Context: an optimization exercise on an open-source flow, tuned for small area, a short achievable clock period and few clock cycles per item. The choices shown serve that exercise and are no tape-out recipe.
Function was not checked in any run shown here: the RTL went through the layout flow alone.

--- flow/design.v ---
module aes_sbox_a (
    input  wire [7:0]  in,
    output wire [21:0] cut
);
    wire U0 = in[7], U1 = in[6], U2 = in[5], U3 = in[4];
    wire U4 = in[3], U5 = in[2], U6 = in[1], U7 = in[0];
    wire T1, T2, T3, T4, T5, T6, T7, T8, T9, T10, T11, T12;
    wire T13, T14, T15, T16, T17, T18, T19, T20, T21, T22, T23, T24;
    wire T25, T26, T27, M1, M2, M3, M4, M5, M6, M7, M8, M9;
    wire M10, M11, M12, M13, M14, M15, M16, M17, M18, M19, M20, M21;
    wire M22, M23, M24, M25, M26, M27, M28, M29, M30, M31, M32, M33;
    wire M34, M35, M36, M37, M38, M39, M40;
    aes_xor2 g_T1 (.a(U0), .b(U3), .y(T1));
    aes_xor2 g_T2 (.a(U0), .b(U5), .y(T2));
    aes_xor2 g_T3 (.a(U0), .b(U6), .y(T3));
    aes_xor2 g_T4 (.a(U3), .b(U5), .y(T4));
    aes_xor2 g_T5 (.a(U4), .b(U6), .y(T5));
    aes_xor2 g_T6 (.a(T1), .b(T5), .y(T6));
    aes_xor2 g_T7 (.a(U1), .b(U2), .y(T7));
    aes_xor2 g_T8 (.a(U7), .b(T6), .y(T8));
    aes_xor2 g_T9 (.a(U7), .b(T7), .y(T9));
    aes_xor2 g_T10 (.a(T6), .b(T7), .y(T10));
    aes_xor2 g_T11 (.a(U1), .b(U5), .y(T11));
    aes_xor2 g_T12 (.a(U2), .b(U5), .y(T12));
    aes_xor2 g_T13 (.a(T3), .b(T4), .y(T13));
    aes_xor2 g_T14 (.a(T6), .b(T11), .y(T14));
    aes_xor2 g_T15 (.a(T5), .b(T11), .y(T15));
    aes_xor2 g_T16 (.a(T5), .b(T12), .y(T16));
    aes_xor2 g_T17 (.a(T9), .b(T16), .y(T17));
    aes_xor2 g_T18 (.a(U3), .b(U7), .y(T18));
    aes_xor2 g_T19 (.a(T7), .b(T18), .y(T19));
    aes_xor2 g_T20 (.a(T1), .b(T19), .y(T20));
    aes_xor2 g_T21 (.a(U6), .b(U7), .y(T21));
    aes_xor2 g_T22 (.a(T7), .b(T21), .y(T22));
    aes_xor2 g_T23 (.a(T2), .b(T22), .y(T23));
    aes_xor2 g_T24 (.a(T2), .b(T10), .y(T24));
    aes_xor2 g_T25 (.a(T20), .b(T17), .y(T25));
    aes_xor2 g_T26 (.a(T3), .b(T16), .y(T26));
    aes_xor2 g_T27 (.a(T1), .b(T12), .y(T27));
    aes_nand2 g_M1 (.a(T13), .b(T6), .y(M1));
    aes_nand2 g_M2 (.a(T23), .b(T8), .y(M2));
    aes_xnor2 g_M3 (.a(T14), .b(M1), .y(M3));
    aes_nand2 g_M4 (.a(T19), .b(U7), .y(M4));
    aes_xor2 g_M5 (.a(M4), .b(M1), .y(M5));
    aes_nand2 g_M6 (.a(T3), .b(T16), .y(M6));
    aes_nand2 g_M7 (.a(T22), .b(T9), .y(M7));
    aes_xnor2 g_M8 (.a(T26), .b(M6), .y(M8));
    aes_nand2 g_M9 (.a(T20), .b(T17), .y(M9));
    aes_xor2 g_M10 (.a(M9), .b(M6), .y(M10));
    aes_nand2 g_M11 (.a(T1), .b(T15), .y(M11));
    aes_nand2 g_M12 (.a(T4), .b(T27), .y(M12));
    aes_xor2 g_M13 (.a(M12), .b(M11), .y(M13));
    aes_nand2 g_M14 (.a(T2), .b(T10), .y(M14));
    aes_xor2 g_M15 (.a(M14), .b(M11), .y(M15));
    aes_xnor2 g_M16 (.a(M3), .b(M2), .y(M16));
    aes_xor2 g_M17 (.a(M5), .b(T24), .y(M17));
    aes_xnor2 g_M18 (.a(M8), .b(M7), .y(M18));
    aes_xor2 g_M19 (.a(M10), .b(M15), .y(M19));
    aes_xor2 g_M20 (.a(M16), .b(M13), .y(M20));
    aes_xor2 g_M21 (.a(M17), .b(M15), .y(M21));
    aes_xor2 g_M22 (.a(M18), .b(M13), .y(M22));
    aes_xor2 g_M23 (.a(M19), .b(T25), .y(M23));
    aes_xnor2 g_M24 (.a(M22), .b(M23), .y(M24));
    aes_nand2 g_M25 (.a(M22), .b(M20), .y(M25));
    aes_xor2 g_M26 (.a(M21), .b(M25), .y(M26));
    aes_xnor2 g_M27 (.a(M20), .b(M21), .y(M27));
    aes_xor2 g_M28 (.a(M23), .b(M25), .y(M28));
    aes_nor2 g_M29 (.a(M28), .b(M27), .y(M29));
    aes_nor2 g_M30 (.a(M26), .b(M24), .y(M30));
    aes_nand2 g_M31 (.a(M20), .b(M23), .y(M31));
    aes_nor2 g_M32 (.a(M27), .b(M31), .y(M32));
    aes_xor2 g_M33 (.a(M27), .b(M25), .y(M33));
    aes_nand2 g_M34 (.a(M21), .b(M22), .y(M34));
    aes_nor2 g_M35 (.a(M24), .b(M34), .y(M35));
    aes_xor2 g_M36 (.a(M24), .b(M25), .y(M36));
    aes_xor2 g_M37 (.a(M21), .b(M29), .y(M37));
    aes_xor2 g_M38 (.a(M32), .b(M33), .y(M38));
    aes_xor2 g_M39 (.a(M23), .b(M30), .y(M39));
    aes_xor2 g_M40 (.a(M35), .b(M36), .y(M40));
    assign cut = {M37, M38, M39, M40, T6, T8, U7, T16, T9, T17, T15, T27, T10, T13, T23, T19, T3, T22, T20, T1, T4, T2};
endmodule
module aes_sbox_b (
    input  wire [21:0] cut,
    output wire [7:0]  out
);
    wire M37, M38, M39, M40, T6, T8, U7, T16, T9, T17, T15, T27;
    wire T10, T13, T23, T19, T3, T22, T20, T1, T4, T2;
    assign {M37, M38, M39, M40, T6, T8, U7, T16, T9, T17, T15, T27, T10, T13, T23, T19, T3, T22, T20, T1, T4, T2} = cut;
    wire M41, M42, M43, M44, M45, M46, M47, M48, M49, M50, M51, M52;
    wire M53, M54, M55, M56, M57, M58, M59, M60, M61, M62, M63, L0;
    wire L1, L2, L3, L4, L5, L6, L7, L8, L9, L10, L11, L12;
    wire L13, L14, L15, L16, L17, L18, L19, L20, L21, L22, L23, L24;
    wire L25, L26, L27, L28, L29, S0, S1, S2, S3, S4, S5, S6;
    wire S7;
    aes_xor2 g_M41 (.a(M38), .b(M40), .y(M41));
    aes_xor2 g_M42 (.a(M37), .b(M39), .y(M42));
    aes_xor2 g_M43 (.a(M37), .b(M38), .y(M43));
    aes_xor2 g_M44 (.a(M39), .b(M40), .y(M44));
    aes_xor2 g_M45 (.a(M42), .b(M41), .y(M45));
    aes_nand2 g_M46 (.a(M44), .b(T6), .y(M46));
    aes_nand2 g_M47 (.a(M40), .b(T8), .y(M47));
    aes_nand2 g_M48 (.a(M39), .b(U7), .y(M48));
    aes_nand2 g_M49 (.a(M43), .b(T16), .y(M49));
    aes_nand2 g_M50 (.a(M38), .b(T9), .y(M50));
    aes_nand2 g_M51 (.a(M37), .b(T17), .y(M51));
    aes_nand2 g_M52 (.a(M42), .b(T15), .y(M52));
    aes_nand2 g_M53 (.a(M45), .b(T27), .y(M53));
    aes_nand2 g_M54 (.a(M41), .b(T10), .y(M54));
    aes_nand2 g_M55 (.a(M44), .b(T13), .y(M55));
    aes_nand2 g_M56 (.a(M40), .b(T23), .y(M56));
    aes_nand2 g_M57 (.a(M39), .b(T19), .y(M57));
    aes_nand2 g_M58 (.a(M43), .b(T3), .y(M58));
    aes_nand2 g_M59 (.a(M38), .b(T22), .y(M59));
    aes_nand2 g_M60 (.a(M37), .b(T20), .y(M60));
    aes_nand2 g_M61 (.a(M42), .b(T1), .y(M61));
    aes_nand2 g_M62 (.a(M45), .b(T4), .y(M62));
    aes_nand2 g_M63 (.a(M41), .b(T2), .y(M63));
    aes_xor2 g_L0 (.a(M61), .b(M62), .y(L0));
    aes_xor2 g_L1 (.a(M50), .b(M56), .y(L1));
    aes_xor2 g_L2 (.a(M46), .b(M48), .y(L2));
    aes_xor2 g_L3 (.a(M47), .b(M55), .y(L3));
    aes_xor2 g_L4 (.a(M54), .b(M58), .y(L4));
    aes_xor2 g_L5 (.a(M49), .b(M61), .y(L5));
    aes_xnor2 g_L6 (.a(M62), .b(L5), .y(L6));
    aes_xnor2 g_L7 (.a(M46), .b(L3), .y(L7));
    aes_xor2 g_L8 (.a(M51), .b(M59), .y(L8));
    aes_xor2 g_L9 (.a(M52), .b(M53), .y(L9));
    aes_xnor2 g_L10 (.a(M53), .b(L4), .y(L10));
    aes_xnor2 g_L11 (.a(M60), .b(L2), .y(L11));
    aes_xor2 g_L12 (.a(M48), .b(M51), .y(L12));
    aes_xnor2 g_L13 (.a(M50), .b(L0), .y(L13));
    aes_xor2 g_L14 (.a(M52), .b(M61), .y(L14));
    aes_xnor2 g_L15 (.a(M55), .b(L1), .y(L15));
    aes_xnor2 g_L16 (.a(M56), .b(L0), .y(L16));
    aes_xnor2 g_L17 (.a(M57), .b(L1), .y(L17));
    aes_xnor2 g_L18 (.a(M58), .b(L8), .y(L18));
    aes_xnor2 g_L19 (.a(M63), .b(L4), .y(L19));
    aes_xor2 g_L20 (.a(L0), .b(L1), .y(L20));
    aes_xor2 g_L21 (.a(L1), .b(L7), .y(L21));
    aes_xor2 g_L22 (.a(L3), .b(L12), .y(L22));
    aes_xor2 g_L23 (.a(L18), .b(L2), .y(L23));
    aes_xor2 g_L24 (.a(L15), .b(L9), .y(L24));
    aes_xor2 g_L25 (.a(L6), .b(L10), .y(L25));
    aes_xor2 g_L26 (.a(L7), .b(L9), .y(L26));
    aes_xor2 g_L27 (.a(L8), .b(L10), .y(L27));
    aes_xor2 g_L28 (.a(L11), .b(L14), .y(L28));
    aes_xor2 g_L29 (.a(L11), .b(L17), .y(L29));
    aes_xor2 g_S0 (.a(L6), .b(L24), .y(S0));
    aes_xnor2 g_S1 (.a(L16), .b(L26), .y(S1));
    aes_xnor2 g_S2 (.a(L19), .b(L28), .y(S2));
    aes_xor2 g_S3 (.a(L6), .b(L21), .y(S3));
    aes_xor2 g_S4 (.a(L20), .b(L22), .y(S4));
    aes_xor2 g_S5 (.a(L25), .b(L29), .y(S5));
    aes_xnor2 g_S6 (.a(L13), .b(L27), .y(S6));
    aes_xnor2 g_S7 (.a(L6), .b(L23), .y(S7));
    assign out = {S0, S1, S2, S3, S4, S5, S6, S7};
endmodule
module aes_xor2 (input wire a, input wire b, output wire y);
    assign y = a ^ b;
endmodule
module aes_xnor2 (input wire a, input wire b, output wire y);
    assign y = ~(a ^ b);
endmodule
module aes_nand2 (input wire a, input wire b, output wire y);
    assign y = ~(a & b);
endmodule
module aes_nor2 (input wire a, input wire b, output wire y);
    assign y = ~(a | b);
endmodule
module aes_round_a (
    input  wire [127:0] in,
    output wire [351:0] cut
);
    genvar g;
    generate
        for (g = 0; g < 16; g = g + 1) begin : g_sbox
            aes_sbox_a u_sbox (
                .in (in[127 - 8*g -: 8]),
                .cut(cut[351 - 22*g -: 22])
            );
        end
    endgenerate
endmodule
module aes_round_b (
    input  wire [351:0] cut,
    output wire [127:0] shifted,    
    output wire [127:0] mixed       
);
    wire [127:0] sub;
    genvar g, r, c;
    generate
        for (g = 0; g < 16; g = g + 1) begin : g_sbox
            aes_sbox_b u_sbox (
                .cut(cut[351 - 22*g -: 22]),
                .out(sub[127 - 8*g -: 8])
            );
        end
        for (c = 0; c < 4; c = c + 1) begin : g_col
            for (r = 0; r < 4; r = r + 1) begin : g_row
                assign shifted[127 - 8*(r + 4*c) -: 8] = sub[127 - 8*(r + 4*((c + r) % 4)) -: 8];
            end
            aes_mix_column u_mix (
                .in (shifted[127 - 32*c -: 32]),
                .out(mixed[127 - 32*c -: 32])
            );
        end
    endgenerate
endmodule
module aes_mix_column (
    input  wire [31:0] in,
    output wire [31:0] out
);
    wire [7:0] a0 = in[31:24], a1 = in[23:16], a2 = in[15:8], a3 = in[7:0];
    wire [7:0] p01, p12, p23, p30, q0, q1, q2, q3, x0, x1, x2, x3, b0, b1, b2, b3;
    aes_xor8  u_p01 (.a(a0), .b(a1), .y(p01));
    aes_xor8  u_p12 (.a(a1), .b(a2), .y(p12));
    aes_xor8  u_p23 (.a(a2), .b(a3), .y(p23));
    aes_xor8  u_p30 (.a(a3), .b(a0), .y(p30));
    aes_xor8  u_q0  (.a(a1), .b(p23), .y(q0));
    aes_xor8  u_q1  (.a(a2), .b(p30), .y(q1));
    aes_xor8  u_q2  (.a(a3), .b(p01), .y(q2));
    aes_xor8  u_q3  (.a(a0), .b(p12), .y(q3));
    aes_xtime u_x0  (.a(p01), .y(x0));
    aes_xtime u_x1  (.a(p12), .y(x1));
    aes_xtime u_x2  (.a(p23), .y(x2));
    aes_xtime u_x3  (.a(p30), .y(x3));
    aes_xor8  u_b0  (.a(x0), .b(q0), .y(b0));
    aes_xor8  u_b1  (.a(x1), .b(q1), .y(b1));
    aes_xor8  u_b2  (.a(x2), .b(q2), .y(b2));
    aes_xor8  u_b3  (.a(x3), .b(q3), .y(b3));
    assign out = {b0, b1, b2, b3};
endmodule
module aes_xtime (
    input  wire [7:0] a,
    output wire [7:0] y
);
    assign y = {a[6:0], 1'b0} ^ {3'b000, a[7], a[7], 1'b0, a[7], a[7]};
endmodule
module aes_xor8 (
    input  wire [7:0] a,
    input  wire [7:0] b,
    output wire [7:0] y
);
    assign y = a ^ b;
endmodule
module aes_key_expand_a (
    input  wire [31:0] word,
    output wire [87:0] cut
);
    genvar g;
    generate
        for (g = 0; g < 4; g = g + 1) begin : g_sbox
            aes_sbox_a u_sbox (
                .in (word[31 - 8*g -: 8]),
                .cut(cut[87 - 22*g -: 22])
            );
        end
    endgenerate
endmodule
module aes_key_expand_b (
    input  wire [87:0]  cut,
    input  wire [127:0] base,
    input  wire [7:0]   rcon,
    output wire [127:0] next
);
    wire [31:0] word_sub;
    genvar g;
    generate
        for (g = 0; g < 4; g = g + 1) begin : g_sbox
            aes_sbox_b u_sbox (
                .cut(cut[87 - 22*g -: 22]),
                .out(word_sub[31 - 8*g -: 8])
            );
        end
    endgenerate
    wire [31:0] p0 = base[127:96] ^ {rcon, 24'h000000};
    wire [31:0] p1 = p0 ^ base[95:64];
    wire [31:0] p2 = p1 ^ base[63:32];
    wire [31:0] p3 = p2 ^ base[31:0];
    assign next = {p0 ^ word_sub, p1 ^ word_sub, p2 ^ word_sub, p3 ^ word_sub};
endmodule
module aes_encrypt_core (
    input  wire         clk,
    input  wire         rst,         
    input  wire         start,
    input  wire         key_256,     
    input  wire [255:0] key,
    input  wire [127:0] block_in,
    output wire         ready,
    output wire         done,
    output wire [127:0] block_out
);
    reg [127:0] m1;          
    reg [127:0] ka1;         
    reg [127:0] kb1;         
    reg [7:0]   rcon1;       
    reg [3:0]   rnd1;
    reg         mode1;       
    reg         v1;          
    reg [351:0] d2;          
    reg [87:0]  kc2;         
    reg [127:0] ka2;
    reg [127:0] kb2;
    reg [7:0]   rcon2;       
    reg [7:0]   rcon_n2;     
    reg [3:0]   rnd2;
    reg         mode2;
    reg         last2;       
    reg         v2;
    reg [127:0] result;
    reg         done_q;
    reg         ready_q;
    wire ld     = !v2 || last2;
    wire accept = start && ready_q;
    function [7:0] xtime;
        input [7:0] b;
        begin
            xtime = {b[6:0], 1'b0} ^ (b[7] ? 8'h1b : 8'h00);
        end
    endfunction
    wire [127:0] x1;
    aes_xor128 u_ark (.a(m1), .b(ka1), .y(x1));
    wire [351:0] d1;
    aes_round_a u_round_a (.in(x1), .cut(d1));
    wire        rot1  = !mode1 || rnd1[0];
    wire [31:0] lastw = mode1 ? kb1[31:0] : ka1[31:0];
    wire [31:0] kw1   = rot1 ? {lastw[23:0], lastw[31:24]} : lastw;
    wire [87:0] kc1;
    aes_key_expand_a u_key_a (.word(kw1), .cut(kc1));
    wire last1 = (rnd1 == (mode1 ? 4'd14 : 4'd10));
    always @(posedge clk) begin
        d2      <= d1;
        kc2     <= kc1;
        ka2     <= ka1;
        kb2     <= kb1;
        rcon2   <= rot1 ? rcon1 : 8'h00;
        rcon_n2 <= rot1 ? xtime(rcon1) : rcon1;
        rnd2    <= rnd1;
        mode2   <= mode1;
        last2   <= last1;
    end
    wire [127:0] shifted, mixed;
    aes_round_b u_round_b (.cut(d2), .shifted(shifted), .mixed(mixed));
    wire [127:0] ke_next;
    aes_key_expand_b u_key_b (.cut(kc2), .base(ka2), .rcon(rcon2), .next(ke_next));
    wire [127:0] rk2 = mode2 ? kb2 : ke_next;    
    wire [127:0] res2;
    aes_xor128 u_ark_last (.a(shifted), .b(rk2), .y(res2));
    always @(posedge clk) begin
        result <= res2;
        if (ld) begin
            m1    <= block_in;
            ka1   <= key[255:128];
            kb1   <= key[127:0];
            rcon1 <= 8'h01;
            rnd1  <= 4'd1;
            mode1 <= key_256;
        end else begin
            m1    <= mixed;
            ka1   <= rk2;
            kb1   <= ke_next;
            rcon1 <= rcon_n2;
            rnd1  <= rnd2 + 4'd1;
            mode1 <= mode2;
        end
    end
    wire       v1_n    = ld ? accept : v2;
    wire       mode1_n = ld ? key_256 : mode2;
    wire [3:0] rnd1_n  = ld ? 4'd1 : rnd2 + 4'd1;
    wire       ready_n = (!v1 || last1) && (!v1_n || !mode1_n || rnd1_n >= 4'd5);
    always @(posedge clk) begin
        if (rst) begin
            v1      <= 1'b0;
            v2      <= 1'b0;
            done_q  <= 1'b0;
            ready_q <= 1'b1;
        end else begin
            v1      <= v1_n;
            v2      <= v1;
            done_q  <= v2 && last2;
            ready_q <= ready_n;
        end
    end
    assign ready     = ready_q;
    assign done      = done_q;
    assign block_out = result;
endmodule
module aes_xor128 (
    input  wire [127:0] a,
    input  wire [127:0] b,
    output wire [127:0] y
);
    assign y = a ^ b;
endmodule
--- flow/run.sh ---
#!/bin/bash
# synth_recipe.tcl (not shown) runs the flow's synth.tcl, then flattens the netlist and writes it again
# the make line also repeats each setting of config.mk as NAME=value (left out here)
make -C /OpenROAD-flow-scripts/flow DESIGN_CONFIG=/design/flow/config.mk WORK_HOME=/design/flow/orfs CLKGATE_MAP_FILE= SYNTH_SCRIPT=/design/flow/synth_recipe.tcl finish
--- flow/config.mk ---
export PLATFORM = sky130hd
export DESIGN_NAME = aes_encrypt_core
export DESIGN_NICKNAME = aes_encrypt_core
export VERILOG_FILES = /design/flow/design.v
export SDC_FILE = /design/flow/constraint.sdc
export NUM_CORES = 4
export LEC_CHECK = 0
export CAP_MARGIN = 20
export CORE_MARGIN = 2
export CORE_UTILIZATION = 50
export PLACE_DENSITY = 0.6
export SLEW_MARGIN = 20
export SYNTH_HIERARCHICAL = 1
export SYNTH_MINIMUM_KEEP_SIZE = 0
--- flow/constraint.sdc ---
create_clock -name core_clock -period 6.0 [get_ports {clk}]
set_input_delay 1.2000 -clock core_clock [delete_from_list [all_inputs] [get_ports {clk}]]
set_output_delay 1.2000 -clock core_clock [all_outputs]
set_load 0.01 [all_outputs]
==> results of run 1 <==
[Yosys cell counts, types with 25 or more instances]
| master | n |
|---|---|
| buf_2 | 75 |
| nor2_1 | 119 |
| xnor2_1 | 476 |
| mux2i_1 | 32 |
| xor2_1 | 2226 |
| nand2_1 | 1756 |
| a21oi_1 | 35 |
| buf_4 | 703 |
| mux2_1 | 25 |
| dfxtp_1 | 1247 |
| xor2_2 | 32 |
| mux2_2 | 88 |
[routing by layer]
layer  part of all wire [%]  vias to the layer above  track usage [%]  wire, um
li1                       -                    20115                -         -
met2                     46                     1114             46.5     88100
met1                     46                    19387             39.1     88500
met3                    5.4                      233             4.62     10400
met5                 0.0057                        -                0        11
met4                    3.2                        2             9.68      6270
[registers in the layout (all words and copies together), names as in the netlist, 4 cells and up]
register	cells
rcon2	8
ka1	128
rcon_n2	8
m1	128
kb2	128
rnd2	4
rcon1	8
kc2	88
rnd1	4
result	128
kb1	128
ka2	128
d2	352
[layout make-up]
type	count	area [sq um]
timing repair buffer	557	5510
multi-input combinational	4853	33800
inverter	1	3.75
fill	11591	56800
clock inverter	64	843
antenna	2	5.00
sequential	1247	25000
tap	1662	2080
clock buffer	180	3800
[cells by family after synthesis]
family,after synthesis,share of synthesized area [%]
DFF,1247,38.7
xor gates and xnor gates,2750,37.9
muxes,166,2.96
adders and majority gates,1,0.0194
buffers and inverters,796,9.02
and+or+nand+nor,1898,11.1
AOI/OAI and AO/OA,38,0.314
[modules after synthesis (local to each module, per instance), excerpt]
module,flops+latches,cells inside,cell area [sq um]
aes_nand2,0,1,3.75
aes_sbox_b,0,8,60.1
aes_nor2,0,1,3.75
aes_sbox_a,0,22,165
aes_key_expand_b,0,176,1900
aes_xnor2,0,1,8.76
aes_encrypt_core,1247,2792,32500
aes_xor128,0,128,1120
aes_xtime,0,8,63.8
[how the worst min path moves through the flow]
stage,depth (start not counted),slack (ns),startpoint,to
after floorplan,0,0.31,kb1[100]$_DFF_P_,kb2[100]$_DFF_P_
after global routing,0,0.33,kb1[38]$_DFF_P_,kb2[38]$_DFF_P_
after CTS,0,0.32,kb1[34]$_DFF_P_,kb2[34]$_DFF_P_
after detailed placement,0,0.31,kb1[45]$_DFF_P_,kb2[45]$_DFF_P_
final,0,0.31,kb1[34]$_DFF_P_,kb2[34]$_DFF_P_
after global placement,0,0.31,kb1[118]$_DFF_P_,kb2[118]$_DFF_P_
==> flow_summary.json, run 1 <==
{
  "yosys_warnings": 7,
  "yosysTopAreaCell": "dfxtp_1",
  "cts_buffers": 135,
  "die_y_um": 363,
  "endpoint": "kc2[40]$_DFF_P_",
  "row_count": 131,
  "layout_commonest_cell": "xor2_1",
  "routabilityCongestion": 0.936,
  "dieArea_sq_mm": 0.132,
  "postCtsSetupRepairBufs": 0,
  "synth_top_area_share_pct": 38.7,
  "path_buf_inv": 0,
  "final.period_utilization_pct": 75.5,
  "r2r_setup_slack_ns": 1.47,
  "ys.flop_type": "dfxtp_1",
  "cp-end-kind": "flip-flop",
  "r2r_cells": 12,
  "wl_per_cell_um": 22.6,
  "viasPerCell": 4.77,
  "worst_r2r_endpoint": "kc2[40]$_DFF_P_",
  "tns_ns": 0,
  "max_cap_viol_count": 0,
  "dp_cells": 8320,
  "slowest_stage": "dfxtp_2",
  "cp_max_fo": 35,
  "drive_gt1_share_pct": 6.20,
  "io_pins": 518,
  "synth_edf_count": 0,
  "dpl_cell_area_sq_mm": 0.0664,
  "mostFrequentLayoutCells": "xor2_1, nand2_1, dfxtp_1",
  "path_cells": "mux2i_1 -> a21oi_1 -> xor2_1 -> xor2_1 -> xor2_1 -> nand2_1 -> xor2_1 -> xor2_1 -> xor2_1 -> xnor2_1 -> xor2_1 -> xor2_1",
  "critPathLaunchType": "flip-flop",
  "setup_violations": 0,
  "max_freq_mhz": 221,
  "final_area_sq_mm": 0.0710,
  "drt_iter0_drc": 2687,
  "drc": 0,
  "rr_startpoint": "rnd1[0]$_DFF_P_",
  "nNetsFinal": 7184,
  "crit_cells": 12,
  "vias": 40851,
  "drtAntennaViolNets": 0,
  "die_w_um": 363,
  "clock_path_buffers": 3,
  "grt_pass1_vias": 41298,
  "syn_to_final_growth_pct": 10.1,
  "worst_pin_slew_ns": 1.26,
  "clock_latency_ns": 0.77,
  "start_util_pct": 50.5,
  "grt-ovfl-total": 0,
  "synth.top_cells.by_area": "dfxtp_1, xor2_1, nand2_1, buf_4, xnor2_1",
  "finalHoldViolCount": 0,
  "grt_setup_unrepaired": "no",
  "grt_max_degree": 163,
  "fin_crit_ns": 4.53,
  "syn_nets": 7285,
  "pre_cts_slack_ns": 1.58,
  "final_max_slew_viol_count": 0,
  "coreArea_sq_mm": 0.128,
  "cts_resized": 0,
  "numPortBuffers": 517,
  "hp-class": "flip-flop to flip-flop",
  "grt_pass1_wl_um": 277000,
  "crit_top_cell": "xor2_1",
  "worstSetupStartpoint": "rnd1[0]$_DFF_P_",
  "clk_pin_slew_ns": 0.06,
  "synth_area_per_cell_sq_um": 9.36,
  "worstPathRequired_ns": 6.67,
  "skew_ns": 0.0408,
  "htreeDepth": 4,
  "synthCells": 6896,
  "crit_family": "XOR/XNOR gates",
  "syn_area_sq_mm": 0.0645,
  "yosysSeqAreaShare_pct": 38.7,
  "wl_um": 193000,
  "synth_async_sr_flop_share_pct": 0,
  "antenna_found_initial": 4,
  "cts_tree": "done",
  "critPathMaxStageDelay_ns": 1.00,
  "cts-root-buf": "clkbuf_16",
  "hold_ws_ns": 0.312,
  "worst_slack_ns": 1.47,
  "clock-sinks": 1247,
  "post-dp-hpwl_um": 157000,
  "yosys.cell_types.count": 27,
  "cts_hold_buf": 0,
  "ys_ff_latch": 1247,
  "cp.arrival_ns": 5.20,
  "status": "no timing/DRC/antenna violations",
  "relSlewSlack_pct": 15.1,
  "track_usage_pct": 28.8,
  "instances_no_fill": 8566,
  "fin_util_pct": 55.6,
  "critical_path_class": "flip-flop to flip-flop",
  "firstDrtPassIters": 6
}
==> run 2: changes to the inputs <==
--- a/flow/config.mk
+++ b/flow/config.mk
@@ -11,2 +11,3 @@
 export PLACE_DENSITY = 0.6
+export SETUP_SLACK_MARGIN = 2.5
 export SLEW_MARGIN = 20
==> run 2 against run 1 <==
Compared with the run above:
- flip-flop and latch count is the same
- worst setup slack gained 1.0 ns
- hold slack gained 0.0056 ns
- die area is the same
- utilization grew 4.2 points
- still clean on timing, DRC and antenna
==> flow_summary.json, run 2 <==
{
  "status": "no timing/DRC/antenna violations",
  "synth_async_sr_flop_share_pct": 0,
  "final_max_slew_viol_count": 0,
  "viasPerCell": 4.78,
  "vias": 41423,
  "final_area_sq_mm": 0.0764,
  "clock_path_buffers": 3,
  "die_w_um": 363,
  "grt_max_degree": 176,
  "htreeDepth": 4,
  "syn_nets": 7285,
  "grt_pass1_vias": 42138,
  "synth_area_per_cell_sq_um": 9.36,
  "relSlewSlack_pct": 29.6,
  "wl_per_cell_um": 23.0,
  "cts_hold_buf": 0,
  "cts-root-buf": "clkbuf_16",
  "worst_pin_slew_ns": 1.05,
  "hp-class": "flip-flop to flip-flop",
  "fin_crit_ns": 3.50,
  "drt_iter0_drc": 3080,
  "clock-sinks": 1247,
  "coreArea_sq_mm": 0.128,
  "grt_setup_unrepaired": "yes",
  "cts_buffers": 136,
  "mostFrequentLayoutCells": "xor2_1, nand2_1, dfxtp_1",
  "largest_reg_flops": 352,
  "io_pins": 518,
  "hold_ws_ns": 0.318,
  "syn_to_final_growth_pct": 18.3,
  "max_freq_mhz": 286,
  "ys_top_cells_by_count": "xor2_1, nand2_1, dfxtp_1",
  "routabilityCongestion": 0.943,
  "dieArea_sq_mm": 0.132,
  "start_util_pct": 50.5,
  "synth_edf_count": 0,
  "drive_gt1_share_pct": 13.9,
  "yosys.cell_types.count": 27,
  "r2r_setup_slack_ns": 2.50,
  "finalHoldViolCount": 0,
  "track_usage_pct": 29.4,
  "yosys_warnings": 7,
  "worstPathRequired_ns": 6.63,
  "yosysTopAreaCell": "dfxtp_1",
  "synth_top_area_share_pct": 38.7,
  "wl_um": 199000,
  "top_register": "d2",
  "cts_tree": "done",
  "ys_ff_latch": 1247,
  "firstDrtPassIters": 5,
  "fillCellCount": 11021,
  "cp_max_fo": 4,
  "cp-end-kind": "flip-flop",
  "setup_violations": 0,
  "drtAntennaViolNets": 0,
  "row_count": 131,
  "synthCells": 6896,
  "final.period_utilization_pct": 58.3,
  "grt-ovfl-total": 0,
  "antenna_found_initial": 5,
  "critical_path_class": "flip-flop to flip-flop",
  "dpl_cell_area_sq_mm": 0.0665,
  "layout_commonest_cell": "xor2_1",
  "critPathLaunchType": "flip-flop",
  "skew_ns": 0.0342,
  "fin_util_pct": 59.7,
  "tns_ns": 0,
  "synth.top_cells.by_area": "dfxtp_1, xor2_1, nand2_1, buf_4, xnor2_1",
  "clock_latency_ns": 0.77,
  "drc": 0,
  "post-dp-hpwl_um": 159000,
  "numPortBuffers": 517,
  "ys.flop_type": "dfxtp_1",
  "grt_pass1_wl_um": 282000,
  "max_cap_viol_count": 0,
  "cp.arrival_ns": 4.13,
  "synth.most_common_cell": "xor2_1",
  "nNetsFinal": 7298,
  "syn_area_sq_mm": 0.0645,
  "die_y_um": 363,
  "clk_pin_slew_ns": 0.06,
  "yosysSeqAreaShare_pct": 38.7
}
## run 2: cell counts after synthesis
Identical to the previous run, type by type.
## run 2: cell type report
class / count / area [sq um] / share of cell area (%)
Multi-Input combinational cell: 4853 / 38200 / 50.0
Antenna cell: 2 / 5.00 / 0.00655
Clock inverter: 49 / 647 / 0.847
Timing Repair Buffer: 670 / 6520 / 8.54
Sequential cell: 1247 / 25000 / 32.7
Inverter: 1 / 3.75 / 0.00492
Clock buffer: 186 / 3940 / 5.16
Tap cell: 1662 / 2080 / 2.72
## run 2: metal layers
| layer | wire length [um] | share of wire [%] | up-vias | global-route usage, % |
|---|---|---|---|---|
| met3 | 10400 | 5.2 | 273 | 4.16 |
| met5 | 20 | 0.010 | - | 0 |
| met2 | 91700 | 46 | 1142 | 47.5 |
| met1 | 89300 | 45 | 19950 | 40.1 |
| met4 | 7720 | 3.9 | 2 | 10.7 |
| li1 | - | - | 20056 | - |
## run 2: metrics by stage
step           std cells  worst slack, ns
2_1_floorplan       6896             2.52
3_3_place_gp        8325             1.85
3_5_place_dp        8325             1.78
4_1_cts             8589             2.36
5_1_grt             8668             2.36
6_report            8670             2.50
## run 2: kinds of logic after synthesis
family                     synth area share, %
buffers and inverters                     9.02
and+or+nand+nor                           11.1
xor gates and xnor gates                  37.9
DFF                                       38.7
AOI/OAI and AO/OA                        0.314
adders and majority gates               0.0194
muxes                                     2.96
## run 2: Yosys stat by module, one instance, submodules excluded, a selection
module	flip-flops and latches	area, sq um
aes_sbox_a	0	165
aes_nand2	0	3.75
aes_xor2	0	8.76
aes_xnor2	0	8.76
aes_sbox_b	0	60.1
aes_encrypt_core	1247	32500
## run 2: worst max-delay path: stages, from the launching register on
cell	delay, ns
dfxtp_1	0.43
xor2_2	0.21
nand2_1	0.17
xor2_1	0.29
xnor2_2	0.16
xnor2_1	0.32
xnor2_2	0.21
xnor2_4	0.46
buf_4	0.30
xnor2_2	0.16
mux2_2	0.32
xor2_1	0.32
## run 2: timing repair
item,in CTS,in global routing
buffers inserted,29,79
setup endpoints to repair,197,241
gates resized for setup,184,356
pin swaps,20,67
## run 2: path summary, 6_finish.rpt
path | from | to | cells past startpoint
setup / recovery | kc2[85]$_DFF_P_ | result[24]$_DFF_P_ | 11
hold / removal | kb1[123]$_DFF_P_ | kb2[123]$_DFF_P_ | 0
setup reg to reg | kc2[85]$_DFF_P_ | result[24]$_DFF_P_ | 11
hold reg to reg | kb1[123]$_DFF_P_ | kb2[123]$_DFF_P_ | 0
==> run 3: changes to the inputs <==
--- a/flow/config.mk
+++ b/flow/config.mk
@@ -11,3 +11,3 @@
 export PLACE_DENSITY = 0.6
-export SETUP_SLACK_MARGIN = 2.5
+export SETUP_SLACK_MARGIN = 3.0
 export SLEW_MARGIN = 20
==> run 3 against run 2 <==
Compared with the run above:
- still clean
- first-iteration DRC count increased by 18%
- via count increased by 12%
- die area unchanged
- utilization increased by 15 points
- maximum frequency increased by 2.2%
- critical path type unchanged
- critical endpoint is now kc2[64]$_DFF_P_
- highest routed layer unchanged
==> flow_summary.json, run 3 <==
{
  "slowest_stage": "dfxtp_4",
  "finalHoldViolCount": 0,
  "clk_pin_slew_ns": 0.06,
  "grt_pass1_wl_um": 298000,
  "clock-sinks": 1247,
  "syn_area_sq_mm": 0.0645,
  "max_cap_viol_count": 0,
  "cp-end-kind": "flip-flop",
  "cts_hold_buf": 0,
  "mostFrequentLayoutCells": "nand2_1, xor2_1, dfxtp_1",
  "rr_startpoint": "rnd1[0]$_DFF_P_",
  "syn_nets": 7285,
  "post-dp-hpwl_um": 159000,
  "cts_buffers": 138,
  "skew_ns": 0.0292,
  "synth_top_area_share_pct": 38.7,
  "fin_crit_ns": 3.42,
  "use_met1_pct": 42.1,
  "crit_family": "XOR/XNOR gates",
  "pre_cts_slack_ns": 1.75,
  "dieArea_sq_mm": 0.132,
  "worst_pin_slew_ns": 1.15,
  "critPathLaunchType": "flip-flop",
  "top_register": "d2",
  "drtAntennaViolNets": 0,
  "synth.most_common_cell": "xor2_1",
  "relSlewSlack_pct": 23.5,
  "yosys_warnings": 7,
  "critical_path_class": "flip-flop to flip-flop",
  "synth.top_cells.by_area": "dfxtp_1, xor2_1, nand2_1, buf_4, xnor2_1",
  "final.period_utilization_pct": 57.0,
  "ys.flop_type": "dfxtp_1",
  "cts-root-buf": "clkbuf_16",
  "crit_top_cell": "xor2_2",
  "hp-class": "flip-flop to flip-flop",
  "tns_ns": 0,
  "antenna_found_initial": 9,
  "cp_max_fo": 10,
  "htreeDepth": 4,
  "wl_um": 227000,
  "status": "no timing/DRC/antenna violations",
  "drc": 0,
  "grt_pass1_vias": 45330,
  "fin_util_pct": 74.9,
  "firstDrtPassIters": 6,
  "worstSetupStartpoint": "rnd1[0]$_DFF_P_",
  "synth_area_per_cell_sq_um": 9.36,
  "synth_async_sr_flop_share_pct": 0,
  "coreArea_sq_mm": 0.128,
  "clock_latency_ns": 0.75,
  "cp.arrival_ns": 4.08,
  "row_count": 131,
  "ys_top_cells_by_count": "xor2_1, nand2_1, dfxtp_1",
  "grtUsageMet3_pct": 4.58,
  "dp_cells": 8320,
  "final_max_slew_viol_count": 0,
  "yosys.cell_types.count": 27,
  "vias": 46378,
  "worstPathRequired_ns": 6.66,
  "drive_gt1_share_pct": 39.3,
  "synth_edf_count": 0,
  "grt-ovfl-total": 0,
  "yosysTopAreaCell": "dfxtp_1",
  "die_w_um": 363,
  "top_usage_layer": "met2",
  "met2_usage_pct": 49.8,
  "viasPerCell": 4.88,
  "clock_path_buffers": 3,
  "routabilityCongestion": 0.923,
  "path_buf_inv": 3,
  "grt_setup_unrepaired": "yes",
  "numPortBuffers": 517,
  "instances_no_fill": 9498,
  "worst_slack_ns": 2.58,
  "critPathMaxStageDelay_ns": 0.44,
  "grt_max_degree": 188,
  "drt_iter0_drc": 3626,
  "max_freq_mhz": 292,
  "start_util_pct": 50.5,
  "min_from": "kb1[117]$_DFF_P_",
  "largest_reg_flops": 352,
  "wl_per_cell_um": 23.9,
  "track_usage_pct": 31.1,
  "setup_violations": 0,
  "die_y_um": 363,
  "io_pins": 518,
  "ys_ff_latch": 1247,
  "nNetsFinal": 8114,
  "cts_tree": "done",
  "path_cells": "buf_12 -> mux2i_1 -> a21oi_2 -> xor2_2 -> buf_6 -> xor2_4 -> xor2_2 -> nand2_1 -> xor2_2 -> xor2_2 -> xor2_2 -> buf_4 -> nand2_1 -> nor2_1 -> xor2_1",
  "layout_commonest_cell": "nand2_1",
  "syn_to_final_growth_pct": 48.3,
  "yosysSeqAreaShare_pct": 38.7,
  "synthCells": 6896
}
==> run 3: cell counts after synthesis <==
Identical to the previous run, type by type.
==> run 3: worst reg2reg max path: stages (launching register included) <==
cell and delay (ns):
dfxtp_4 0.44, buf_12 0.18, mux2i_1 0.29, a21oi_2 0.15, xor2_2 0.28, buf_6 0.16
xor2_4 0.19, xor2_2 0.22, nand2_1 0.13, xor2_2 0.19, xor2_2 0.20, xor2_2 0.31
buf_4 0.19, nand2_1 0.07, nor2_1 0.17, xor2_1 0.16
==> run 3: cell type report <==
class / count / area, sq um
Multi-Input combinational cell: 4853 / 49600
Fill cell: 8112 / 32100
Sequential cell: 1247 / 25400
Timing Repair Buffer: 1484 / 13800
Clock buffer: 187 / 3910
Tap cell: 1662 / 2080
Clock inverter: 60 / 833
Antenna cell: 4 / 10.0
Inverter: 1 / 3.75
==> run 3: per-stage QoR <==
stage	area, sq um	hold WS (ns)
after floorplan	65700	0.310
after global placement	67500	0.310
after detailed placement	67500	0.312
after CTS	83800	0.323
after global routing	95700	0.326
final	95700	0.314
==> run 3: Yosys stat by module, one instance, submodules excluded, excerpt <==
| module | area (sq um) | times used | flops+latches | cells inside |
|---|---|---|---|---|
| aes_encrypt_core | 32500 | 1 | 1247 | 2792 |
| aes_key_expand_b | 1900 | 1 | 0 | 176 |
| aes_xor128 | 1120 | 2 | 0 | 128 |
| aes_sbox_a | 165 | 20 | 0 | 22 |
| aes_xor8 | 70.1 | 48 | 0 | 8 |
| aes_xtime | 63.8 | 16 | 0 | 8 |
| aes_sbox_b | 60.1 | 20 | 0 | 8 |
| aes_xnor2 | 8.76 | 400 | 0 | 1 |
| aes_xor2 | 8.76 | 1480 | 0 | 1 |
| aes_nand2 | 3.75 | 600 | 0 | 1 |
| aes_nor2 | 3.75 | 80 | 0 | 1 |
==> run 3: cells by family (layout without fill, tap and decap cells) <==
kind of cell	after synthesis	after routing	synth area share (%)
adder cells (fa/ha/maj)	1	1	0.0194
buffers and inverters	796	1732	9.02
multiplexers	166	166	2.96
AO/OA/AOI/OAI	38	38	0.314
flip-flops	1247	1247	38.7
other	0	4	0
XOR/XNOR	2750	2750	37.9
AND/OR/NAND/NOR	1898	1898	11.1
==> run 3: what timing repair did <==
| action | in CTS | in global routing |
|---|---|---|
| pin swaps | 375 | 654 |
| cloned | 1 | 0 |
| setup buffers | 478 | 448 |
| setup endpoints to repair | 492 | 375 |
| resized for setup | 992 | 1293 |
==> run 3: path summary, 6_finish.rpt <==
check | to | slack (ns) | cells past startpoint
worst max register to register | kc2[64]$_DFF_P_ | 2.58 | 15
worst min register to register | kb2[117]$_DFF_P_ | 0.31 | 0
worst min-delay path | kb2[117]$_DFF_P_ | 0.31 | 0
worst max-delay path | kc2[64]$_DFF_P_ | 2.58 | 15
==> run 3: routing by layer <==
metal	wire length [um]	share of wire, %
met1	94100	41
met2	107000	47
met3	14000	6.1
met4	11400	5.0
met5	13	0.0057
==> run 4: changes to the inputs <==
--- a/flow/config.mk
+++ b/flow/config.mk
@@ -11,3 +11,3 @@
 export PLACE_DENSITY = 0.6
-export SETUP_SLACK_MARGIN = 3.0
+export SETUP_SLACK_MARGIN = 2.3
 export SLEW_MARGIN = 20
==> run 4 against run 3 <==
Compared with the run above:
- hold slack worse by 0.0074 ns
- final cell count is 9.4% lower
- global-route usage is 2.2 points lower
- critical path type unchanged
- critical endpoint is now result[15]$_DFF_P_
- largest cell class unchanged
- sequential share of layout area is 7.5 points higher
- worst setup slack worse by 0.19 ns
- maximum frequency is 5.4% lower
- wire length is 14% lower
- synthesized cell count stayed put
- non-clock buffer count is 890 lower
- die area stayed put
- clock skew is 0.016 ns higher
==> flow_summary.json, run 4 <==
{
  "status": "no timing/DRC/antenna violations",
  "cp_max_fo": 4,
  "synth.most_common_cell": "xor2_1",
  "die_w_um": 363,
  "fin_crit_ns": 3.61,
  "nNetsFinal": 7221,
  "drt_iter0_drc": 2651,
  "clk_pin_slew_ns": 0.06,
  "grt-ovfl-total": 0,
  "die_y_um": 363,
  "finalHoldViolCount": 0,
  "critical_path_class": "flip-flop to flip-flop",
  "clock_path_buffers": 3,
  "layout_commonest_cell": "xor2_1",
  "cts_buffers": 135,
  "yosys_warnings": 7,
  "dieArea_sq_mm": 0.132,
  "synthCells": 6896,
  "clock-sinks": 1247,
  "max_cap_viol_count": 0,
  "fin_util_pct": 57.3,
  "routabilityCongestion": 0.936,
  "ys_ff_latch": 1247,
  "cp.arrival_ns": 4.25,
  "ys_top_cells_by_count": "xor2_1, nand2_1, dfxtp_1",
  "viasPerCell": 4.78,
  "mostFrequentLayoutCells": "xor2_1, nand2_1, dfxtp_1",
  "hp-class": "flip-flop to flip-flop",
  "firstDrtPassIters": 5,
  "met2_usage_pct": 46.8,
  "critPathMaxStageDelay_ns": 0.47,
  "clock_latency_ns": 0.77,
  "crit_top_cell": "xor2_1",
  "largest_reg_flops": 352,
  "io_pins": 518,
  "ys.flop_type": "dfxtp_1",
  "top_usage_layer": "met2",
  "yosysSeqAreaShare_pct": 38.7,
  "tns_ns": 0,
  "yosys.cell_types.count": 27,
  "cp-end-kind": "flip-flop",
  "coreArea_sq_mm": 0.128,
  "cts-root-buf": "clkbuf_16",
  "synth.top_cells.by_area": "dfxtp_1, xor2_1, nand2_1, buf_4, xnor2_1",
  "relSlewSlack_pct": 19.1,
  "synth_area_per_cell_sq_um": 9.36,
  "final.period_utilization_pct": 60.2,
  "max_freq_mhz": 277,
  "grt_pass1_wl_um": 278000,
  "syn_to_final_growth_pct": 13.6,
  "numPortBuffers": 517,
  "post-dp-hpwl_um": 157000,
  "worst_slack_ns": 2.39,
  "start_util_pct": 50.5,
  "drive_gt1_share_pct": 9.80,
  "syn_nets": 7285,
  "drtAntennaViolNets": 0,
  "row_count": 131,
  "grtUsageMet3_pct": 4.24,
  "syn_area_sq_mm": 0.0645,
  "worstPathRequired_ns": 6.63,
  "synth_edf_count": 0,
  "vias": 41106,
  "wl_um": 195000,
  "setup_violations": 0,
  "use_met1_pct": 39.5,
  "pre_cts_slack_ns": 1.58,
  "worst_pin_slew_ns": 1.20,
  "grt_pass1_vias": 41430,
  "top_register": "d2",
  "antenna_found_initial": 5,
  "htreeDepth": 4,
  "slowest_stage": "xor2_1",
  "wl_per_cell_um": 22.7,
  "synth_top_area_share_pct": 38.7,
  "synth_async_sr_flop_share_pct": 0,
  "final_max_slew_viol_count": 0,
  "track_usage_pct": 28.9,
  "drc": 0,
  "skew_ns": 0.0448,
  "yosysTopAreaCell": "dfxtp_1",
  "grt_setup_unrepaired": "yes",
  "grt_max_degree": 163,
  "cts_tree": "done",
  "critPathLaunchType": "flip-flop",
  "path_cells": "xor2_1 -> xor2_1 -> nand2_1 -> xor2_1 -> xor2_1 -> xor2_1 -> xor2_4 -> xnor2_1 -> buf_4 -> xor2_1 -> mux2_2 -> xor2_1"
}
==> run 4: what timing repair did <==
| item | 4_1_cts | 5_1_grt |
|---|---|---|
| resized for setup | 72 | 177 |
| buffers inserted | 4 | 33 |
| setup endpoints to repair | 98 | 180 |
| hold buffers | 0 | 0 |
| gates cloned | 0 | 0 |
| pin swaps | 5 | 26 |
==> run 4: cell families (layout without fill, tap and decap cells) <==
group                    Yosys count  in the layout  share of synthesized area, %
flip-flops                      1247           1247                          38.7
AND/OR/NAND/NOR                 1898           1898                          11.1
AO/OA/AOI/OAI                     38             38                         0.314
multiplexers                     166            166                          2.96
XOR/XNOR                        2750           2750                          37.9
buffers and inverters            796            839                          9.02
other                              0              2                             0
adder cells (fa/ha/maj)            1              1                        0.0194
==> run 4: critical path, delay by kind of cell, from the launching register on <==
kind,cells,cell delay (ns)
simple gates,1,0.13
xor+xnor,9,2.41
mux,1,0.29
buf+inv,1,0.24
flops,1,0.42
==> run 4: final timing paths <==
kind                   startpoint                  to  slack [ns]  cells past startpoint
hold / removal    kb1[49]$_DFF_P_     kb2[49]$_DFF_P_        0.31                      0
hold reg to reg   kb1[49]$_DFF_P_     kb2[49]$_DFF_P_        0.31                      0
setup reg to reg  kc2[40]$_DFF_P_  result[15]$_DFF_P_        2.39                     12
setup / recovery  kc2[40]$_DFF_P_  result[15]$_DFF_P_        2.39                     12
==> run 4: layout make-up <==
| cell class | instances | area, sq um |
|---|---|---|
| clock buffer | 180 | 3800 |
| clock inverter | 64 | 843 |
| timing repair buffer | 594 | 5940 |
| multi-input combinational | 4853 | 35700 |
| inverter | 1 | 3.75 |
| antenna | 2 | 5.00 |
| sequential | 1247 | 25000 |
| fill | 11359 | 54500 |
| tap | 1662 | 2080 |
==> run 4: per-layer routing <==
metal / vias to the layer above / part of all wire, %
li1: 20023 / -
met1: 19692 / 46
met2: 1155 / 46
met3: 234 / 5.4
met4: 2 / 3.0
met5: - / 0.0056
==> run 4: per-stage QoR <==
stage	area [sq um]	hold slack (ns)	cells
2_1_floorplan	64500	0.310	6896
3_3_place_gp	66300	0.310	8320
3_5_place_dp	66400	0.312	8320
4_1_cts	71600	0.315	8568
5_1_grt	73300	0.327	8601
6_report	73300	0.306	8603
==> run 4: modules after synthesis, one instance, submodules excluded, a selection <==
module            flip-flops and latches  area [sq um]  copies in the design
aes_key_expand_b                       0          1900                     1
aes_xor128                             0          1120                     2
aes_sbox_a                             0           165                    20
aes_xtime                              0          63.8                    16
aes_sbox_b                             0          60.1                    20
aes_xnor2                              0          8.76                   400
aes_xor2                               0          8.76                  1480
aes_nor2                               0          3.75                    80
==> run 5: changes to the inputs <==
--- a/flow/config.mk
+++ b/flow/config.mk
@@ -9,5 +9,5 @@
 export CORE_MARGIN = 2
-export CORE_UTILIZATION = 50
-export PLACE_DENSITY = 0.6
-export SETUP_SLACK_MARGIN = 2.3
+export CORE_UTILIZATION = 65
+export PLACE_DENSITY = 0.75
+export SETUP_SLACK_MARGIN = 2.5
 export SLEW_MARGIN = 20
==> run 5 against run 4 <==
Compared with the run above:
- clock-buffer cell count decreased by 8
- hold slack improved by 0.015 ns
- first-iteration DRC count increased by 27%
- worst setup slack improved by 0.16 ns
- flip-flop and latch count unchanged
- synthesized area unchanged
- maximum frequency increased by 4.8%
- critical endpoint is now m1[36]$_DFF_P_
==> flow_summary.json, run 5 <==
{
  "skew_ns": 0.0181,
  "cts-root-buf": "clkbuf_16",
  "htreeDepth": 3,
  "cp-end-kind": "flip-flop",
  "dieArea_sq_mm": 0.102,
  "numPortBuffers": 517,
  "clock_latency_ns": 0.71,
  "post-dp-hpwl_um": 144000,
  "synthCells": 6896,
  "worstHoldPathCells": 0,
  "critPathLaunchType": "flip-flop",
  "row_count": 115,
  "drt_iter0_drc": 3358,
  "mostFrequentLayoutCells": "xor2_1, nand2_1, dfxtp_1",
  "pre_cts_slack_ns": 1.76,
  "ys_top_cells_by_count": "xor2_1, nand2_1, dfxtp_1",
  "grt-ovfl-total": 0,
  "clock-sinks": 1247,
  "firstDrtPassIters": 5,
  "finalHoldViolCount": 0,
  "r2r_cells": 11,
  "fin_util_pct": 76.1,
  "vias": 42165,
  "viasPerCell": 5.10,
  "grt_max_degree": 198,
  "layout_commonest_cell": "xor2_1",
  "wl_um": 186000,
  "synth.top_cells.by_area": "dfxtp_1, xor2_1, nand2_1, buf_4, xnor2_1",
  "grt_setup_unrepaired": "yes",
  "synth_async_sr_flop_share_pct": 0,
  "yosysTopAreaCell": "dfxtp_1",
  "ys.flop_type": "dfxtp_1",
  "final_max_slew_viol_count": 0,
  "relSlewSlack_pct": 26.7,
  "io_pins": 518,
  "cp_max_fo": 4,
  "drtAntennaViolNets": 0,
  "grt_pass1_wl_um": 264000,
  "synth_area_per_cell_sq_um": 9.36,
  "cts_tree": "done",
  "largest_reg_flops": 352,
  "worst_pin_slew_ns": 1.09,
  "yosys.cell_types.count": 27,
  "final.period_utilization_pct": 57.5,
  "syn_area_sq_mm": 0.0645,
  "coreArea_sq_mm": 0.0984,
  "clock_path_buffers": 3,
  "syn_nets": 7285,
  "cp.arrival_ns": 4.11,
  "die_w_um": 319,
  "status": "no timing/DRC/antenna violations",
  "tns_ns": 0,
  "grt_pass1_vias": 42001,
  "synth.most_common_cell": "xor2_1",
  "worst_slack_ns": 2.55,
  "top_register": "d2",
  "yosysSeqAreaShare_pct": 38.7,
  "drive_gt1_share_pct": 13.1,
  "die_y_um": 319,
  "track_usage_pct": 34.8,
  "critical_path_class": "flip-flop to flip-flop",
  "max_freq_mhz": 290,
  "synth_edf_count": 0,
  "ys_ff_latch": 1247,
  "fin_crit_ns": 3.45,
  "setup_violations": 0,
  "start_util_pct": 65.6,
  "routabilityCongestion": 0.995,
  "hp-class": "flip-flop to flip-flop",
  "nNetsFinal": 7274,
  "clk_pin_slew_ns": 0.07,
  "cts_buffers": 120,
  "worstPathRequired_ns": 6.66,
  "wl_per_cell_um": 22.4,
  "synth_top_area_share_pct": 38.7,
  "max_cap_viol_count": 0,
  "drc": 0,
  "yosys_warnings": 7,
  "antenna_found_initial": 3,
  "syn_to_final_growth_pct": 16.1
}
-- run 5: cells by family (layout without fill, tap and decap cells) --
group	Yosys count	count (layout)	synth area share, %
xor+xnor	2750	2750	37.9
simple gates	1898	1898	11.1
flops	1247	1247	38.7
buf+inv	796	883	9.02
fa+ha+maj	1	1	0.0194
mux	166	166	2.96
other cells	0	3	0
compound gates	38	38	0.314
-- run 5: area by class of cell --
cell class	count	area [sq um]
Antenna cell	3	7.51
Clock buffer	172	3510
Clock inverter	48	684
Fill cell	6942	23500
Inverter	1	3.75
Multi-Input combinational cell	4853	37700
Sequential cell	1247	25000
Tap cell	1287	1610
Timing Repair Buffer	662	6430
-- run 5: final timing paths --
check,startpoint,to,slack [ns]
max,d2[305]$_DFF_P_,m1[36]$_DFF_P_,2.55
min reg2reg,kb1[72]$_DFF_P_,kb2[72]$_DFF_P_,0.32
min,kb1[72]$_DFF_P_,kb2[72]$_DFF_P_,0.32
max reg2reg,d2[305]$_DFF_P_,m1[36]$_DFF_P_,2.55
-- run 5: per-module statistics from Yosys (local to each module, per instance), excerpt --
module,cell area [sq um],times used,flops+latches
aes_nand2,3.75,600,0
aes_encrypt_core,32500,1,1247
aes_sbox_a,165,20,0
aes_xor2,8.76,1480,0
aes_nor2,3.75,80,0
aes_key_expand_b,1900,1,0
aes_xor8,70.1,48,0
aes_sbox_b,60.1,20,0
aes_xor128,1120,2,0
aes_xnor2,8.76,400,0
-- run 5: through the flow --
| step | std cells | hold slack, ns | instance area (sq um) |
|---|---|---|---|
| 2_1_floorplan | 6896 | 0.310 | 64600 |
| 3_3_place_gp | 7950 | 0.310 | 66000 |
| 3_5_place_dp | 7950 | 0.312 | 66000 |
| 4_1_cts | 8194 | 0.326 | 71500 |
| 5_1_grt | 8270 | 0.328 | 74900 |
| 6_report | 8273 | 0.321 | 74900 |
-- run 5: worst max-delay path, stage by stage (launching register included) --
cell and delay (ns):
dfxtp_1 0.43, xor2_1 0.22, nand2_1 0.14, xor2_1 0.21, xnor2_1 0.35, xor2_1 0.30
xor2_2 0.62, xor2_1 0.36, xor2_1 0.23, xor2_1 0.34, nand2_1 0.10, nand2_1 0.08
-- run 5: metal layers --
metal	GRT usage, %	share of wire (%)
met2	56.0	46
met5	0	0
met4	16.0	5.8
met3	5.48	6.7
met1	46.0	42
-- run 5: timing repair --
item | CTS | global route
pin swaps | 17 | 76
endpoints found under the setup margin | 166 | 234
cloned | 0 | 0
resized for setup | 144 | 346
setup buffers | 24 | 76
hold buffers | 0 | 0
==> run 6: changes to the inputs <==
--- a/flow/design.v
+++ b/flow/design.v
@@ -263,5 +263,5 @@
     input  wire [7:0]   rcon,
-    output wire [127:0] next
+    output wire [127:0] pre,     
+    output wire [31:0]  sub      
 );
-    wire [31:0] word_sub;
     genvar g;
@@ -271,3 +271,3 @@
                 .cut(cut[87 - 22*g -: 22]),
-                .out(word_sub[31 - 8*g -: 8])
+                .out(sub[31 - 8*g -: 8])
             );
@@ -279,3 +279,3 @@
     wire [31:0] p3 = p2 ^ base[31:0];
-    assign next = {p0 ^ word_sub, p1 ^ word_sub, p2 ^ word_sub, p3 ^ word_sub};
+    assign pre = {p0, p1, p2, p3};
 endmodule
@@ -298,2 +298,3 @@
     reg         mode1;       
+    reg         rot1;        
     reg         v1;          
@@ -324,5 +325,4 @@
     aes_round_a u_round_a (.in(x1), .cut(d1));
-    wire        rot1  = !mode1 || rnd1[0];
-    wire [31:0] lastw = mode1 ? kb1[31:0] : ka1[31:0];
-    wire [31:0] kw1   = rot1 ? {lastw[23:0], lastw[31:24]} : lastw;
+    wire [31:0] kw1 = !mode1         ? {ka1[23:0], ka1[31:24]} :
+                      rot1           ? {kb1[23:0], kb1[31:24]} : kb1[31:0];
     wire [87:0] kc1;
@@ -343,7 +343,9 @@
     aes_round_b u_round_b (.cut(d2), .shifted(shifted), .mixed(mixed));
-    wire [127:0] ke_next;
-    aes_key_expand_b u_key_b (.cut(kc2), .base(ka2), .rcon(rcon2), .next(ke_next));
-    wire [127:0] rk2 = mode2 ? kb2 : ke_next;    
-    wire [127:0] res2;
-    aes_xor128 u_ark_last (.a(shifted), .b(rk2), .y(res2));
+    wire [127:0] ke_pre;
+    wire [31:0]  ke_sub;
+    aes_key_expand_b u_key_b (.cut(kc2), .base(ka2), .rcon(rcon2), .pre(ke_pre), .sub(ke_sub));
+    wire [127:0] ke_next = ke_pre ^ {4{ke_sub}};
+    wire [127:0] rk_pre = mode2 ? kb2 : ke_pre;
+    wire [127:0] rk_sub = mode2 ? 128'd0 : {4{ke_sub}};
+    wire [127:0] res2 = (shifted ^ rk_pre) ^ rk_sub;
     always @(posedge clk) begin
@@ -357,5 +359,6 @@
             mode1 <= key_256;
+            rot1  <= 1'b1;
         end else begin
             m1    <= mixed;
-            ka1   <= rk2;
+            ka1   <= rk_pre ^ rk_sub;
             kb1   <= ke_next;
@@ -364,2 +367,3 @@
             mode1 <= mode2;
+            rot1  <= !mode2 || !rnd2[0];
         end
--- a/flow/config.mk
+++ b/flow/config.mk
@@ -9,4 +9,4 @@
 export CORE_MARGIN = 2
-export CORE_UTILIZATION = 65
-export PLACE_DENSITY = 0.75
+export CORE_UTILIZATION = 50
+export PLACE_DENSITY = 0.6
 export SETUP_SLACK_MARGIN = 2.5
==> run 6 against run 5 <==
Compared with the run above:
- largest cell class unchanged
- still clean
==> flow_summary.json, run 6 <==
{
  "mostFrequentLayoutCells": "xor2_1, nand2_1, dfxtp_1",
  "firstDrtPassIters": 7,
  "cp-end-kind": "flip-flop",
  "cp.arrival_ns": 4.19,
  "setup_violations": 0,
  "dieArea_sq_mm": 0.133,
  "synth_async_sr_flop_share_pct": 0,
  "htreeDepth": 4,
  "antenna_found_initial": 6,
  "cp_max_fo": 5,
  "critPathMaxStageDelay_ns": 0.47,
  "crit_top_cell": "xor2_1",
  "routabilityCongestion": 0.948,
  "worst_slack_ns": 2.49,
  "cts_tree": "done",
  "grt_pass1_vias": 41639,
  "layout_commonest_cell": "xor2_1",
  "synth_top_area_share_pct": 38.4,
  "yosys.cell_types.count": 31,
  "seqCellArea_sq_mm": 0.0250,
  "syn_nets": 7271,
  "worst_pin_slew_ns": 1.20,
  "die_w_um": 365,
  "cts_hold_buf": 0,
  "syn_area_sq_mm": 0.0650,
  "crit_family": "XOR/XNOR gates",
  "start_util_pct": 50.3,
  "relSlewSlack_pct": 19.5,
  "max_freq_mhz": 285,
  "grt-ovfl-total": 0,
  "cts_buffers": 137,
  "slowest_stage": "dfxtp_1",
  "final_max_slew_viol_count": 0,
  "synth_area_per_cell_sq_um": 9.45,
  "drtAntennaViolNets": 0,
  "wl_per_cell_um": 23.8,
  "coreArea_sq_mm": 0.129,
  "final.period_utilization_pct": 58.5,
  "die_y_um": 365,
  "cts-root-buf": "clkbuf_16",
  "fin_crit_ns": 3.51,
  "syn_to_final_growth_pct": 17.5,
  "post-dp-hpwl_um": 165000,
  "row_count": 132,
  "numPortBuffers": 517,
  "drive_gt1_share_pct": 12.0,
  "clock_path_buffers": 3,
  "ys_ff_latch": 1248,
  "path_cells": "xor2_1 -> xor2_1 -> nand2_1 -> xor2_1 -> xor2_1 -> xor2_4 -> xor2_2 -> xor2_1 -> xor2_1 -> nand2_1 -> nand2_1",
  "largest_reg_flops": 352,
  "wl_um": 207000,
  "yosysSeqAreaShare_pct": 38.4,
  "finalHoldViolCount": 0,
  "grt_pass1_wl_um": 288000,
  "grt_setup_unrepaired": "yes",
  "max_cap_viol_count": 0,
  "tns_ns": 0,
  "synth.most_common_cell": "xor2_1",
  "synthCells": 6882,
  "hp-class": "flip-flop to flip-flop",
  "vias": 41896,
  "multiInputGateArea_sq_mm": 0.0379,
  "status": "no timing/DRC/antenna violations",
  "io_pins": 518,
  "drc": 0,
  "synth.top_cells.by_area": "dfxtp_1, xor2_1, nand2_1, buf_4, xnor2_1",
  "worstPathRequired_ns": 6.68,
  "drt_iter0_drc": 3296,
  "yosysTopAreaCell": "dfxtp_1",
  "synth_edf_count": 0,
  "track_usage_pct": 30.4,
  "yosys_warnings": 7,
  "nNetsFinal": 7258,
  "clock_latency_ns": 0.78,
  "ys_top_cells_by_count": "xor2_1, nand2_1, dfxtp_1",
  "critPathLaunchType": "flip-flop",
  "clk_pin_slew_ns": 0.06,
  "fillCellCount": 11222,
  "viasPerCell": 4.80,
  "skew_ns": 0.0307,
  "path_buf_inv": 0,
  "critical_path_class": "flip-flop to flip-flop",
  "pre_cts_slack_ns": 1.76,
  "top_register": "d2",
  "clock-sinks": 1248,
  "grt_max_degree": 169,
  "ys.flop_type": "dfxtp_1"
}
-- run 6: metrics by stage --
stage	area [sq um]	util (%)	cells	hold slack (ns)
after global placement	67000	51.8	8370	0.310
after CTS	73100	56.5	8639	0.313
final	76500	59.1	8725	0.316
after floorplan	65200	-	6882	0.310
after detailed placement	67000	51.8	8370	0.312
after global routing	76500	59.1	8722	0.325
-- run 6: path summary, 6_finish.rpt --
| check | start | endpoint | slack, ns | cells past startpoint |
|---|---|---|---|---|
| min reg2reg | kb1[117]$_DFF_P_ | kb2[117]$_DFF_P_ | 0.32 | 0 |
| min | kb1[117]$_DFF_P_ | kb2[117]$_DFF_P_ | 0.32 | 0 |
| max reg2reg | d2[106]$_DFF_P_ | m1[23]$_DFF_P_ | 2.49 | 11 |
| max | d2[106]$_DFF_P_ | m1[23]$_DFF_P_ | 2.49 | 11 |
-- run 6: what timing repair did --
action / 4_1_cts / 5_1_grt
setup endpoints to repair: 152 / 214
endpoints found under the hold margin: 0 / 0
pin swaps: 9 / 67
setup buffers: 20 / 82
gates resized for setup: 140 / 354
-- run 6: layout make-up --
cell class	count	area share, %
tap	1742	2.85
clock inverter	55	0.974
sequential	1248	32.7
multi-input combinational	4789	49.6
inverter	26	0.134
timing repair buffer	667	8.45
antenna	4	0.0131
clock buffer	194	5.32
-- run 6: kinds of logic (layout without fill, tap and decap cells) --
group	Yosys count	count (layout)	synth area share (%)
DFF	1248	1248	38.4
AOI/OAI and AO/OA	168	168	1.31
other	0	4	0
adders and majority gates	1	1	0.0192
muxes	165	165	2.56
buffers and inverters	845	942	9.48
xor gates and xnor gates	2814	2814	38.7
and+or+nand+nor	1641	1641	9.57
-- run 6: layer usage --
metal / GRT usage (%) / wire length [um] / up-vias
met2: 48.7 / 94800 / 1287
met4: 12.1 / 8720 / 0
met3: 3.65 / 11300 / 316
met5: 0 / 0 / -
met1: 41.6 / 92600 / 20191
li1: - / - / 20102
-- run 6: worst register-to-register path: stages, from the launching register on --
cell and delay (ns):
dfxtp_1 0.47, xor2_1 0.28, xor2_1 0.21, nand2_1 0.12
xor2_1 0.36, xor2_1 0.41, xor2_4 0.47, xor2_2 0.38
xor2_1 0.24, xor2_1 0.18, nand2_1 0.08, nand2_1 0.20
-- run 6: Yosys stat by module, one instance, submodules excluded, a selection --
module            copies in the design  cells inside  area [sq um]  flip-flops and latches
aes_sbox_a                          20            22           165                       0
aes_xnor2                          400             1          8.76                       0
aes_key_expand_b                     1           160          1750                       0
aes_xtime                           16             8          63.8                       0
aes_encrypt_core                     1          2922         34300                    1248
aes_xor2                          1480             1          8.76                       0
aes_xor8                            48             8          70.1                       0
aes_sbox_b                          20             8          60.1                       0
aes_nor2                            80             1          3.75                       0
aes_nand2                          600             1          3.75                       0
aes_xor128                           1           128          1120                       0

port drivers added, routing unchanged:
Ports are ideal in the flow. The routed layouts listed here were re-timed in OpenROAD.
Step 1, drivers: a clkbuf_16 drives clk and a buf_2 each remaining input, both assumed.
Step 2 also shifts input and output timing later by t, the mid clock arrival at the registers, as if the neighbouring blocks saw the same clock.
Three values: no drivers, after step 1, after step 2; two values: the first two.
run | t, ns | setup WS [ns] | worst setup path at the end | worst data-port slew with drivers (ns) | pins driven straight from the clock port
run 1 | 0.832 | 1.471 / 1.471 / 1.471 | register to register | 0.10 | 1
run 2 | 0.833 | 2.504 / 2.504 / 2.504 | register to register | 0.12 | 1
run 3 | 0.823 | 2.581 / 2.581 / 2.581 | register to register | 0.08 | 1
run 4 | 0.833 | 2.386 / 2.386 / 2.386 | register to register | 0.11 | 1
run 5 | 0.780 | 2.550 / 2.550 / 2.550 | register to register | 0.07 | 1
run 6 | 0.849 | 2.488 / 2.488 / 2.488 | register to register | 0.10 | 1
After both steps every run listed still meets setup and hold.
